Source: an optimization exercise on an open RTL-to-GDS flow (aim: small area, a short achievable clock period and few clock cycles). Production flows keep margins and buffers that such runs may drop. The RTL was checked by simulation tests, not by an equivalence proof against the original design. Power figures rest on the tool's default switching activity, not on a simulated workload.

the reference run:
==> flow/design.v (excerpt) <==
module pvc_decoder (
    input  wire        clk,
    input  wire        rst,
    input  wire        s_valid,
    output wire        s_ready,
    input  wire [19:0] s_last,
    input  wire [19:0] s_desc,
    input  wire        s_eob,
    input  wire [13:0] s_bits,
    input  wire        b_valid,
    output wire        b_ready,
    input  wire [19:0] b_data,
    output reg         r_valid,
    output reg  [19:0] r_value,
    output reg         v_valid,
    output reg         v_ok,
    output wire [13:0] v_used
);
    reg        dfull;           
    reg [2:0]  dmode;
    reg [3:0]  dq;
    reg        disd;            
    reg [4:0]  dw1;             
    reg [5:0]  dkb;             
    reg [19:0] dlast;
    reg        deob;
    reg        dfirst;          
    reg        nfirst;          
    reg        gd, gn;          
    reg        sr;              
    reg [13:0] brem;
    reg [2:0]  ib;
    reg        past;            
    reg        drain;           
    reg [19:0] s0, s1, s2;
    reg [2:0]  v;
    reg [4:0]  p;               
    reg [19:0] ph;              
    reg        vvalid;
    reg [19:0] vy;              
    reg [19:0] vlast;
    reg [3:0]  vsh;             
    reg        vadd;            
    reg        vkeep;           
  ...
clock: 12.0 ns
lec_check: 0
abc_area: 1
cap_margin: 20
core_margin: 2
core_utilization: 40
cts_cluster_diameter: 250
cts_cluster_size: 18
slew_margin: 20
synth_hierarchical: 1
tns_end_percent: 5
standard.sh (not shown) runs the stock make flow with config.mk's settings and CLKGATE_MAP_FILE= SYNTH_SCRIPT=/design/flow/synth_recipe.tcl, a recipe that flattens the netlist after the stock synthesis.
==> flow/flow/run.sh <==
#!/bin/bash
set -euo pipefail
export SETUP_SLACK_MARGIN=8
bash standard.sh > standard_flow.log 2>&1
Testbench counts of the reference run, summed over its fixed seeds: cycles 31,734.
Changes in the trial run relative to the reference run:
diff --git a/flow/design.v b/flow/design.v
--- a/flow/design.v
+++ b/flow/design.v
@@ -32,14 +32,15 @@
     reg [5:0]  dkb;             
     reg [19:0] dlast;
     reg        deob;
     reg        dfirst;          
     reg        nfirst;          
     reg        gd, gn;          
     reg        sr;              
+    reg        blk;             
     reg [13:0] brem;
     reg [2:0]  ib;
     reg        past;            
     reg        drain;           
     reg [19:0] s0, s1, s2;
     reg [2:0]  v;
     reg [4:0]  p;               
@@ -51,18 +52,18 @@
     reg        vadd;            
     reg        vkeep;           
     reg        veob;
     reg [4:0]  vw;
     reg        vok;
     reg        vfirst;
     reg [13:0] acc;
-    assign s_ready = sr;
+    assign s_ready = sr && blk;
     assign b_ready = !v[2];
     assign v_used  = acc;
-    wire take   = s_valid && sr;
+    wire take   = s_valid && s_ready;
     wire arrive = b_valid && !v[2];
     wire g      = disd ? gd : gn;
     wire dec    = dfull && g;
     wire [59:0] win = {ib[2] ? s2 : 20'd0, ib[1] ? s1 : 20'd0, ib[0] ? s0 : 20'd0};
     wire [38:0] xa = p[4] ? {12'd0, win[42:16]} : win[38:0];
     wire [30:0] xb = p[3] ? xa[38:8] : xa[30:0];
     wire [26:0] xc = p[2] ? xb[30:4] : xb[26:0];
@@ -163,15 +164,15 @@
             d = (v[0] && ib[0]) ? 2'd1 : 2'd0;
         else if (dec)
             d = deob ? deo : (A != 2'd0 && ib[0]) ? ((A == 2'd2 && ib[1]) ? 2'd2 : 2'd1) : 2'd0;
     end
     wire [2:0] v_sh  = (d == 2'd0) ? v : (d == 2'd1) ? {1'b0, v[2:1]} : {2'b00, v[2]};
     wire [2:0] v_nxt;
     pvc_sel #(3) u_v (.s(arrive), .a({v_sh[1:0], 1'b1}), .b(v_sh), .y(v_nxt));
-    wire ctx = sr && nfirst;
+    wire ctx = s_ready && nfirst;
     wire [13:0] bsub = (d == 2'd0) ? brem :
                        (d == 2'd1) ? (ib[1] ? brem - 14'd20 : 14'd0) :
                                      (ib[2] ? brem - 14'd40 : 14'd0);
     wire [2:0] ibsub = (d == 2'd0) ? ib : (d == 2'd1) ? ibx[3:1] : ibx[4:2];
     wire [2:0] ibnew = {s_bits > 14'd40, s_bits > 14'd20, s_bits != 14'd0};
     wire drain_nxt = dec ? (deob && ib[2]) : (drain && (d == 2'd1 ? ib[1] : ib[0]));
     wire [4:0] p_nxt = dec ? (deob ? 5'd0 : pw) : p;
@@ -205,50 +206,53 @@
     wire gn_nxt = g_nxt[0];
     wire [2:0] gib  = ctx ? 3'b111 : ibsub;
     wire isd_new    = (s_desc[19:17] == 3'd1);
     wire g_new, g_old;
     pvc_sel u_gnew (.s(isd_new), .a(gd_nxt), .b(gn_nxt), .y(g_new));
     pvc_sel u_gold (.s(disd),    .a(gd_nxt), .b(gn_nxt), .y(g_old));
     wire dstay  = dfull && !dec;
-    wire sr_t1  = !drain_nxt && !(s_eob && gib[2]) && g_new;
-    wire sr_t0  = !drain_nxt && !(dstay && deob && gib[2]) && (!dstay || g_old);
+    wire sr_t1  = g_new;
+    wire sr_t0  = !dstay || g_old;
+    wire blk_nxt = !drain_nxt && !(take ? s_eob && gib[2] : dstay && deob && gib[2]);
     wire sr_nxt;
     pvc_sel u_sr (.s(take), .a(sr_t1), .b(sr_t0), .y(sr_nxt));
     wire [19:0] z = vy << vsh;
     wire [19:0] r = vadd ? vlast + vy : vkeep ? vlast : z;
     always @(posedge clk) begin
         if (rst) begin
             dfull   <= 1'b0;
             nfirst  <= 1'b1;
             gd      <= 1'b0;
             gn      <= 1'b0;
             sr      <= 1'b1;
+            blk     <= 1'b1;
             v       <= 3'd0;
             p       <= 5'd0;
             ph      <= 20'd1;
             drain   <= 1'b0;
             vvalid  <= 1'b0;
             r_valid <= 1'b0;
             v_valid <= 1'b0;
         end else begin
             dfull   <= dfull_nxt;
             gd      <= gd_nxt;
             gn      <= gn_nxt;
             sr      <= sr_nxt;
+            blk     <= blk_nxt;
             v       <= v_nxt;
             p       <= p_nxt;
             ph      <= ph_nxt;
             drain   <= drain_nxt;
             if (take)
                 nfirst <= s_eob;
             vvalid  <= dec;
             r_valid <= vvalid;
             v_valid <= vvalid && veob;
         end
-        if (sr) begin
+        if (s_ready) begin
             dmode  <= s_desc[19:17];
             disd   <= (s_desc[19:17] == 3'd1);
             dw1    <= w1_in;
             dkb    <= {1'b0, w1_in} + 6'd12;
             dq     <= s_desc[15:12];
             dlast  <= s_last;
             deob   <= s_eob;
==> comparison <==
Of the reference run and the trial run, the run reporting the lower mean instance size in the synthesized netlist was the trial run. The reference run tops out at a lower clock frequency than the trial run. Per the comparison of the trial run with the reference run, number of multi-input combinational cells shows a reduction of 11; final cell count now sits lower; wire length saw a decrease; die height roughly the same. The reference run consumes less power than the trial run. Compared with the reference run, the trial run shows length of routed met3 wiring that has gone down by a little under 10%. Any difference in final-layout clock-cell area share between the reference run and the trial run is small enough to ignore. The trial run reports a higher critical path depth than the reference run does. Setup WNS the reference run -> the trial run: better.
Testbench counts of the trial run, summed over its fixed seeds: cycles 31,734.

static timing again, ports no longer ideal:
Ports are ideal in the flow. The routed layouts listed here were re-timed in OpenROAD. Step 1: set_driving_cell puts a clkbuf_16 on clk and a buf_2 on each other input, an assumption about the parent block. Step 2 adds t to the input delays and takes it off the output delays; t is the mean of the earliest and latest rising clock arrival at the registers after step 1. Input paths then give back, and output paths get back, about the clock's delay inside the block. Slacks: no drivers / after step 1 / after step 2; pairs: no drivers / after step 1.
run	shift t [ns]	slack for setup (ns)	hold WS [ns]	worst slew at a driven data input, ns	cell pins on the clock port's net
the reference run	0.577	7.882 / 7.882 / 7.606	0.332 / 0.332 / 0.332	0.04	1
the trial run	0.571	8.000 / 7.947 / 7.569	0.336 / 0.336 / 0.336	0.04	1
After both steps every run listed still meets setup and hold. The setup slack of the trial run, which loses most, moves by -0.053 ns with the drivers and by -0.431 ns with both steps.
